This is an optimization exercise on Yosys and OpenROAD, whose aim is small area, a short achievable clock period and few clock cycles per item, not a production implementation.
Function was checked by simulation only, so behaviour that the tests miss may differ from the original.

==> flow/design.v (outline; a module is shown in full before it is edited, if it fits) <==
// module elrek_tx: 3105 lines
// module c_inv: 1 lines
// module c_nand2: 1 lines
// module c_nor2: 1 lines
// module c_and2: 1 lines
// module c_or2: 1 lines
// module c_or3: 1 lines
// module c_and3: 1 lines
// module c_and3b: 1 lines
// module c_nand3: 1 lines
// module c_nor2b: 1 lines
// module c_nor4: 1 lines
// module c_a21o: 1 lines
// module c_xor2: 1 lines
// module c_xnor2: 1 lines
// module c_mux2: 1 lines
// module c_mux4: 3 lines
// module c_a222oi: 3 lines
module elrek_tx (
    input  wire         clk,
    input  wire         rst,
    input  wire [30:0]  seed,
    input  wire         st_valid,
    output wire         st_ready,
    input  wire [3:0]   st_type,
    input  wire [3:0]   st_seq,
    input  wire [511:0] st_payload,
    output reg          tx_valid,
    output reg  [31:0]  tx_data
);
  // ...
==> flow/flow/run.sh <==
#!/bin/bash
# The standard layout (standard.sh), with these ORFS settings changed:
#  - ABC_LOAD_IN_FF=1: ABC sizes the small one-gate modules of the datapath
#    for a light load instead of upsizing them;
#  - port buffers use the smallest buffer cell (buf_1) rather than the delay
#    cell that buffer_ports picks by default;
#  - clock tree: clkbuf_16 buffers, sinks clustered in groups of up to 24
#    within 120 um, no dummy loads;
#  - repair_timing aims at a setup slack of 63.3 ns (the clock is 80 ns, the
#    I/O delays 16 ns each), without cloning gates.
# Each ORFS step keeps its own log under orfs/logs; make's output goes to
# standard.log.
set -euo pipefail
bash standard.sh ABC_LOAD_IN_FF=1 SETUP_SLACK_MARGIN=63.3 SKIP_GATE_CLONING=1 \
    "BUFFER_PORTS_ARGS=-buffer_cell sky130_fd_sc_hd__buf_1" \
    "CTS_ARGS=-sink_clustering_enable -repair_clock_nets -sink_clustering_size 24 -sink_clustering_max_diameter 120 -buf_list sky130_fd_sc_hd__clkbuf_16 -dont_use_dummy_load" \
    finish > standard.log 2>&1
==> flow/standard.sh <==
#!/bin/bash
# synth_recipe.tcl (not shown) runs the flow's synth.tcl, then flattens the netlist and writes it again
# the make line also repeats each setting of config.mk as NAME=value (left out here)
make -C /OpenROAD-flow-scripts/flow DESIGN_CONFIG=/design/flow/config.mk WORK_HOME=/design/flow/orfs CLKGATE_MAP_FILE= SYNTH_SCRIPT=/design/flow/synth_recipe.tcl "${@:-finish}"
==> flow/config.mk <==
export PLATFORM = sky130hd
export DESIGN_NAME = elrek_tx
export DESIGN_NICKNAME = elrek_tx
export VERILOG_FILES = /design/flow/design.v
export SDC_FILE = /design/flow/constraint.sdc
export NUM_CORES = 8
export LEC_CHECK = 0
export CAP_MARGIN = 5
export CORE_MARGIN = 2
export CORE_UTILIZATION = 55
export SLEW_MARGIN = 5
export SYNTH_HIERARCHICAL = 1
==> flow/constraint.sdc <==
create_clock -name core_clock -period 80.0 [get_ports {clk}]
set_input_delay 16.0000 -clock core_clock [delete_from_list [all_inputs] [get_ports {clk}]]
set_output_delay 16.0000 -clock core_clock [all_outputs]
set_load 0.01 [all_outputs]
==> impl_metrics.env, run 1 <==
export IMPL_grtUsageMet2=0.591
export IMPL_drive_gt1_frac=0.101
export IMPL_wl_per_cell_um=32.0
export IMPL_timing_final_crit_share=0.213
export IMPL_preCtsSetupSlack_ns=62.34
export IMPL_final_cells=4088
export IMPL_ys_flop_type="edfxtp_1"
export IMPL_worst_r2r_cell_count=40
export IMPL_nMultiInputCombCells=1878
export IMPL_fin_ws_ns=62.98
export IMPL_cts_buffers=34
export IMPL_antenna_found_initial=22
export IMPL_synth_compound_area_share=0.0555
export IMPL_syn_to_final_growth_pct=12.6
export IMPL_post_cts_buffers=1
export IMPL_antenna_cells=15
export IMPL_outcome="no timing/DRC/antenna violations"
export IMPL_grtUsageMet3=0.0819
export IMPL_critical_path_cell_chain="buf_6"
export IMPL_grt_busiest_layer="met2"
export IMPL_critPathMaxFanout=2
export IMPL_critPathSlowestCell="dfxtp_2"
export IMPL_final_cell_mix="xor2_1 (869), edfxtp_1 (612), buf_1 (552), a222oi_1 (160), mux2_1 (118)"
export IMPL_synth_top_area_frac=0.500
export IMPL_finalSetupViolCount=0
export IMPL_drt_iter0_markers=4158
export IMPL_cpLargestDelayFamily="flip-flops"
export IMPL_wl_met2_um=60300
export IMPL_synth_top_family_by_area="XOR/XNOR gates"
export IMPL_slew_limit_headroom=0.0675
export IMPL_antenna_left=0
export IMPL_fmax_ghz=0.0587
export IMPL_crit_buf_inv=1
export IMPL_grt_pass1_vias=26200
export IMPL_die_area_um2=69000
export IMPL_hold_path_end="mk"
export IMPL_final_fill_count=5140
export IMPL_vias_per_cell=6.46
export IMPL_hold_viol=0
export IMPL_drc=0
export IMPL_nNonClkInverters=13
Testbench counts, summed over its fixed seeds: cycles 52,836, items 3,200.
==> run 2, diff against run 1 <==
--- a/flow/config.mk
+++ b/flow/config.mk
@@ -7,6 +7,7 @@
 export LEC_CHECK = 0
-export CAP_MARGIN = 5
+export CAP_MARGIN = 20
 export CORE_MARGIN = 2
 export CORE_UTILIZATION = 55
-export SLEW_MARGIN = 5
+export GPL_TIMING_DRIVEN = 0
+export SLEW_MARGIN = 20
 export SYNTH_HIERARCHICAL = 1
==> run 2 against run 1 <==
Compared with the run above: still clean; global-route usage down 0.19 points; sequential cell count unchanged; cell area up 2.2%; hold slack better by 0.0077 ns; synthesized cell count unchanged; maximum frequency down 0.16%; via count about the same; wire length down 0.15%; die area unchanged.
==> impl_metrics.env, run 2 <==
export IMPL_vias=26400
export IMPL_synth_area_um2=36800
export IMPL_die_w_um=263
export IMPL_clk_pin_slew_ns=0.10
export IMPL_ys_seq_area_frac=0.526
export IMPL_drive_gt1_frac=0.112
export IMPL_critPathMaxStageDelay_ns=0.30
export IMPL_grt_pass1_wl_um=184000
export IMPL_min_from="mk"
export IMPL_crit_path_end="tx_data[6]"
export IMPL_timing_final_crit_share=0.213
export IMPL_wl_per_cell_um=31.5
export IMPL_rrSetupSlack_ns=65.34
export IMPL_antenna_left=0
export IMPL_ys_types=54
export IMPL_grt_max_degree=63
export IMPL_syn_inst=2568
export IMPL_finalSetupViolCount=0
export IMPL_vias_per_cell=6.36
export IMPL_layout_commonest_cell="xor2_1"
export IMPL_port_buffers=586
export IMPL_synthTopCellsByArea="edfxtp_1 (50%), xor2_1 (21%), mux4_2 (6.4%)"
export IMPL_end_kind="output pin"
export IMPL_grt_use_total=0.371
export IMPL_worst_pin_slew_ns=0.985
export IMPL_cpLargestDelayFamily="flip-flops"
export IMPL_maxSlewViolCount=0
export IMPL_rows=94
export IMPL_grtUsageMet2=0.600
export IMPL_reg_largest_list="P (512), B (34), tx_data (32)"
export IMPL_timing_rr_start="tq[7]"
export IMPL_grtUsageMet3=0.0732
export IMPL_die_area_um2=69000
export IMPL_required_ns=64.00
export IMPL_regMostFlops="P"
export IMPL_syn_to_final_growth_pct=15.1
export IMPL_core_area_um2=66000
export IMPL_overflow=0
export IMPL_cts_tree="built"
export IMPL_arrival_ns=1.05
export IMPL_synth_most_common_cell="xor2_1"
export IMPL_ys_flop_type="edfxtp_1"
export IMPL_crit_buf_inv=1
export IMPL_synth_top_area_frac=0.500
export IMPL_crit_start="tx_data[6]"
export IMPL_final_cell_mix="xor2_1 (869), edfxtp_1 (612), buf_1 (552), a222oi_1 (160), mux2_1 (118)"
export IMPL_maxCapViolations=0
export IMPL_clk_path_buf_depth=3
export IMPL_start_util=0.557
export IMPL_cp_depth=1
export IMPL_syn_avg_cell_area_um2=14.3
export IMPL_grt_busiest_layer="met2"
export IMPL_cts_htree_levels=2
export IMPL_antenna_found_initial=28
export IMPL_async_reset_ff_frac=0
export IMPL_crit_type="reg -> out"
export IMPL_fin_crit_ns=17.05
export IMPL_critical_path_cell_chain="buf_2"
export IMPL_hold_viol=0
export IMPL_firstDrtPassIters=10
export IMPL_ys_ff_latch=661
export IMPL_final_seq_area_um2=19400
export IMPL_clock_sinks=661
export IMPL_place_gp_congestion=0.981
export IMPL_regToRegEndpoint="hist[0]"
export IMPL_drt_iter0_markers=4100
export IMPL_critPathSlowestCell="dfxtp_1"
export IMPL_use_met1=0.501
export IMPL_ys_top_cells_by_count="xor2_1 (869), edfxtp_1 (612), a222oi_1 (160)"
export IMPL_final_fill_count=5079
export IMPL_fmax_ghz=0.0587
export IMPL_fin_nets=3832
export IMPL_place_hpwl_um=107000
export IMPL_start_kind="register"
export IMPL_drc=0
export IMPL_synth_edff_count=612
export IMPL_ctsRootBufferMaster="clkbuf_16"
export IMPL_outcome="no timing/DRC/antenna violations"
export IMPL_critPathMaxFanout=1
export IMPL_worst_clock_skew_ns=0.0930
export IMPL_cts_buffers=34
export IMPL_dieHeight_um=263
export IMPL_hp_class="reg -> reg"
export IMPL_io_pins=588
export IMPL_rsz0062_at_grt="true"
export IMPL_yosysWarnings=7
export IMPL_clk_insertion_delay_late_ns=0.63
export IMPL_multi_input_area_um2=17400
export IMPL_setup_tns_final_ns=0
export IMPL_slew_limit_headroom=0.341
export IMPL_synth_top_area_cell="edfxtp_1"
export IMPL_worst_r2r_cell_count=44
export IMPL_wl_um=131000
export IMPL_largest_reg_flops=512
export IMPL_grt_pass1_vias=26100
-- run 2: cell counts after synthesis --
No cell type changed its count.
-- run 2: how the worst min path moves through the flow --
| stage | depth (start not counted) | slack [ns] | endpoint |
|---|---|---|---|
| detailed placement | 2 | 0.53 | mk |
| floorplan | 2 | 0.47 | mk |
| finish | 2 | 0.55 | mk |
| global placement | 2 | 0.50 | mk |
| CTS | 2 | 0.55 | mk |
| global route | 2 | 0.59 | mk |
-- run 2: per-stage QoR --
| step | instances | hold WS, ns | setup slack, ns | instance area [um^2] | util |
|---|---|---|---|---|---|
| 2_1_floorplan | 2569 | 0.468 | 62.47 | 36800 | - |
| 3_3_place_gp | 4019 | 0.496 | 60.86 | 40100 | 0.608 |
| 3_5_place_dp | 4089 | 0.526 | 62.85 | 41300 | 0.626 |
| 4_1_cts | 4123 | 0.548 | 62.93 | 42200 | 0.640 |
| 5_1_grt | 4140 | 0.590 | 62.92 | 42300 | 0.641 |
| 6_report | 4147 | 0.546 | 62.95 | 42300 | 0.641 |
-- run 2: cell families after synthesis --
family,count (synthesis),synth area share
AOI/OAI and AO/OA,222,0.0555
other,1,0.000102
adders and majority gates,17,0.00595
muxes,288,0.120
xor gates and xnor gates,876,0.209
and+or+nand+nor,473,0.0790
buffers and inverters,30,0.00449
DFF,661,0.526
-- run 2: modules after synthesis (local to each module, per instance), excerpt --
module / copies in the design / cells
c_or3: 19 / 1
c_and2: 21 / 1
c_nor2: 1 / 1
c_or2: 92 / 1
c_and3b: 72 / 1
elrek_tx: 1 / 887
c_inv: 1 / 1
c_nand3: 64 / 1
c_nand2: 32 / 1
c_xnor2: 4 / 1
c_a21o: 27 / 1
c_nor2b: 62 / 1
c_xor2: 867 / 1
-- run 2: final cells by class --
cell class              instances  area share
flip-flops and latches        661       0.458
multi-input cells            1878       0.411
repair buffers                657      0.0798
well taps                     864      0.0255
clock buffers                  34      0.0201
plain buffers                  17     0.00328
diodes                         23     0.00136
inverters                      13     0.00115
-- run 2: routing by layer --
layer / part of all wire / up-vias
li1: - / 11200
met1: 0.38 / 13200
met2: 0.47 / 1704
met3: 0.11 / 267
met4: 0.041 / 12
met5: 0.00070 / -
-- run 2: what timing repair did --
item | 4_1_cts | 5_1_grt
endpoints found under the setup margin | 34 | 34
hold buffers | 0 | 0
buffers inserted | 0 | 1
hold endpoints to repair | 0 | 0
resized for setup | 40 | 8
==> run 3, diff against run 2 <==
--- a/flow/config.mk
+++ b/flow/config.mk
@@ -10,3 +10,2 @@
 export CORE_UTILIZATION = 55
-export GPL_TIMING_DRIVEN = 0
 export SLEW_MARGIN = 20
==> run 3 against run 2 <==
Compared with the run above: via count is essentially flat; sequential cell count is the same; utilization fell by 1.4 points; maximum frequency hardly changed; first-iteration DRC count fell by 3.0%; synthesized area unchanged; hold slack got worse by 0.0039 ns; largest cell class unchanged.
==> impl_metrics.env, run 3 <==
export IMPL_fin_nets=3783
export IMPL_synth_area_um2=36800
export IMPL_final_cells=4096
export IMPL_critPathMaxFanout=1
export IMPL_final_cell_mix="xor2_1 (869), edfxtp_1 (612), buf_1 (552), a222oi_1 (160), mux2_1 (118)"
export IMPL_finalSetupViolCount=0
export IMPL_clk_path_buf_depth=3
export IMPL_synthTopCellsByArea="edfxtp_1 (50%), xor2_1 (21%), mux4_2 (6.4%)"
export IMPL_clk_insertion_delay_late_ns=0.62
export IMPL_critical_path_cell_chain="buf_2"
export IMPL_maxCapViolations=0
export IMPL_holdBufCountCts=0
export IMPL_cts_tree="built"
export IMPL_die_area_um2=69000
export IMPL_fin_crit_ns=17.05
export IMPL_drive_gt1_frac=0.0993
export IMPL_largest_reg_flops=512
export IMPL_rows=94
export IMPL_worst_r2r_cell_count=40
export IMPL_synth_edff_count=612
export IMPL_synth_compound_area_share=0.0555
export IMPL_synth_top_area_cell="edfxtp_1"
export IMPL_hold_viol=0
export IMPL_firstDrtPassIters=10
export IMPL_maxSlewViolCount=0
export IMPL_start_util=0.557
export IMPL_yosysWarnings=7
export IMPL_core_area_um2=66000
export IMPL_worst_clock_skew_ns=0.0991
export IMPL_vias=26400
export IMPL_synthAdderAreaFrac=0.00595
export IMPL_antenna_left=0
export IMPL_worst_pin_slew_ns=1.02
export IMPL_cts_htree_levels=2
export IMPL_vias_per_cell=6.44
export IMPL_regMostFlops="P"
export IMPL_overflow=0
export IMPL_critPathSlowestCell="dfxtp_1"
export IMPL_clk_pin_slew_ns=0.10
export IMPL_port_buffers=587
export IMPL_grt_use_total=0.372
export IMPL_synth_mux_area_fraction=0.120
export IMPL_fmax_ghz=0.0587
export IMPL_grt_pass1_vias=26400
export IMPL_ys_top_cells_by_count="xor2_1 (869), edfxtp_1 (612), a222oi_1 (160)"
export IMPL_ctsRootBufferMaster="clkbuf_16"
export IMPL_synth_most_common_cell="xor2_1"
export IMPL_dpl_cell_area_um2=40400
export IMPL_setup_tns_final_ns=0
export IMPL_final_fill_count=5208
export IMPL_final_area_um2=41400
export IMPL_synthSimpleGateAreaFrac=0.0790
export IMPL_cts_buffers=34
export IMPL_ys_types=54
export IMPL_io_pins=588
export IMPL_rsz0062_at_grt="true"
export IMPL_die_w_um=263
export IMPL_synthXorXnorAreaFrac=0.209
export IMPL_arrival_ns=1.05
export IMPL_syn_to_final_growth_pct=12.6
export IMPL_start_kind="register"
export IMPL_reg_largest_list="P (512), B (34), tx_data (32)"
export IMPL_drt_iter0_markers=3975
export IMPL_synth_top_area_frac=0.500
export IMPL_end_kind="output pin"
export IMPL_rrSetupSlack_ns=65.77
export IMPL_ys_ff_latch=661
export IMPL_dieHeight_um=263
export IMPL_place_hpwl_um=102000
export IMPL_cpLargestDelayFamily="flip-flops"
export IMPL_crit_path_end="tx_data[6]"
export IMPL_grt_pass1_wl_um=185000
export IMPL_cp_depth=1
export IMPL_timing_rr_start="P[243]"
export IMPL_grt_max_degree=211
export IMPL_ys_seq_area_frac=0.526
export IMPL_crit_buf_inv=1
export IMPL_ys_flop_type="edfxtp_1"
export IMPL_drc=0
export IMPL_clock_sinks=661
export IMPL_syn_inst=2568
export IMPL_syn_avg_cell_area_um2=14.3
export IMPL_crit_type="reg -> out"
export IMPL_timing_final_crit_share=0.213
export IMPL_antenna_found_initial=24
export IMPL_outcome="no timing/DRC/antenna violations"
export IMPL_required_ns=64.00
export IMPL_crit_start="tx_data[6]"
export IMPL_layout_commonest_cell="xor2_1"
export IMPL_async_reset_ff_frac=0
export IMPL_critPathMaxStageDelay_ns=0.31
export IMPL_whs_ns=0.542
export IMPL_dpl_cell_count=4039
export IMPL_wl_per_cell_um=32.0
export IMPL_place_gp_congestion=1.01
export IMPL_wl_um=131000
export IMPL_synth_top_family_by_area="XOR/XNOR gates"
export IMPL_hp_class="reg -> reg"
export IMPL_slew_limit_headroom=0.318
export IMPL_regToRegEndpoint="hist[0]"
## run 3: cell counts after synthesis
No cell type changed its count.
## run 3: how the worst min path moves through the flow
stage               from  end  slack (ns)  depth (start not counted)
finish                mk   mk        0.54                          2
global placement      mk   mk        0.50                          2
detailed placement    mk   mk        0.52                          2
global route          mk   mk        0.58                          2
CTS                   mk   mk        0.54                          2
floorplan             mk   mk        0.47                          2
## run 3: cell families (layout without fill, tap and decap cells)
| kind of cell | count (synthesis) | count (layout) |
|---|---|---|
| fa+ha+maj | 17 | 17 |
| xor+xnor | 876 | 876 |
| compound gates | 222 | 222 |
| other cells | 1 | 23 |
| flops | 661 | 661 |
| buf+inv | 30 | 672 |
| simple gates | 473 | 473 |
| mux | 288 | 288 |
## run 3: final cells by class
class | count | area (um^2) | area share
Multi-Input combinational cell | 1878 | 17400 | 0.419
Antenna cell | 21 | 52.6 | 0.00127
Clock buffer | 34 | 851 | 0.0205
Timing Repair Buffer | 625 | 2640 | 0.0638
Tap cell | 864 | 1080 | 0.0261
Sequential cell | 661 | 19400 | 0.468
Inverter | 13 | 48.8 | 0.00118
## run 3: what timing repair did
| item | CTS | global route |
|---|---|---|
| endpoints found under the setup margin | 65 | 38 |
| gates resized for setup | 45 | 10 |
| buffers inserted | 0 | 1 |
## run 3: per-stage QoR
step | setup slack [ns] | utilization
5_1_grt | 62.92 | 0.628
6_report | 62.95 | 0.628
4_1_cts | 62.93 | 0.626
3_5_place_dp | 62.34 | 0.612
2_1_floorplan | 62.47 | -
3_3_place_gp | 62.38 | 0.611
## run 3: modules after synthesis, one instance, submodules excluded, excerpt
module,cells,cell area (um^2),flops+latches
c_a222oi,1,10.0,0
c_and2,1,6.26,0
c_and3b,1,8.76,0
c_inv,1,3.75,0
c_mux2,1,11.3,0
c_mux4,1,22.5,0
c_nand2,1,3.75,0
c_nand3,1,5.00,0
c_nor2,1,3.75,0
c_nor2b,1,6.26,0
c_nor4,1,6.26,0
c_or2,1,6.26,0
c_or3,1,6.26,0
c_xnor2,1,8.76,0
c_xor2,1,8.76,0
## run 3: metal layers
metal	track usage	up-vias	part of all wire
li1	-	11100	-
met1	0.497	13200	0.38
met2	0.591	1779	0.46
met3	0.0896	287	0.11
met4	0.145	14	0.041
met5	0	-	0.00078

## port drivers added, routing unchanged
The results above use ideal ports. As a check the final layouts listed here were re-extracted and re-timed, cells and wires unchanged. Step 1 assumes that a clkbuf_16 drives the clock port and a buf_2 every other input. Step 2 times the ports against the registers' clock, not the clock port: input delays grow and output delays shrink by t, the midpoint of the rising clock arrivals with the driver on. Three values: no drivers, after step 1, after step 2; two values: the first two.
run	shift t [ns]	setup WS [ns]	hold slack, ns	worst setup path at the end	worst slew at a driven data input, ns
run 1	0.635	62.978 / 62.911 / 62.756	0.538 / 0.538 / 0.538	input to register	0.12
run 2	0.642	62.951 / 62.886 / 62.773	0.546 / 0.546 / 0.546	input to register	0.21
run 3	0.637	62.952 / 62.886 / 62.758	0.542 / 0.542 / 0.542	input to register	0.11
After both steps setup and hold are still met in every run listed. For run 1, which loses most, drivers alone change the setup slack by -0.067 ns; drivers and shift together by -0.222 ns.
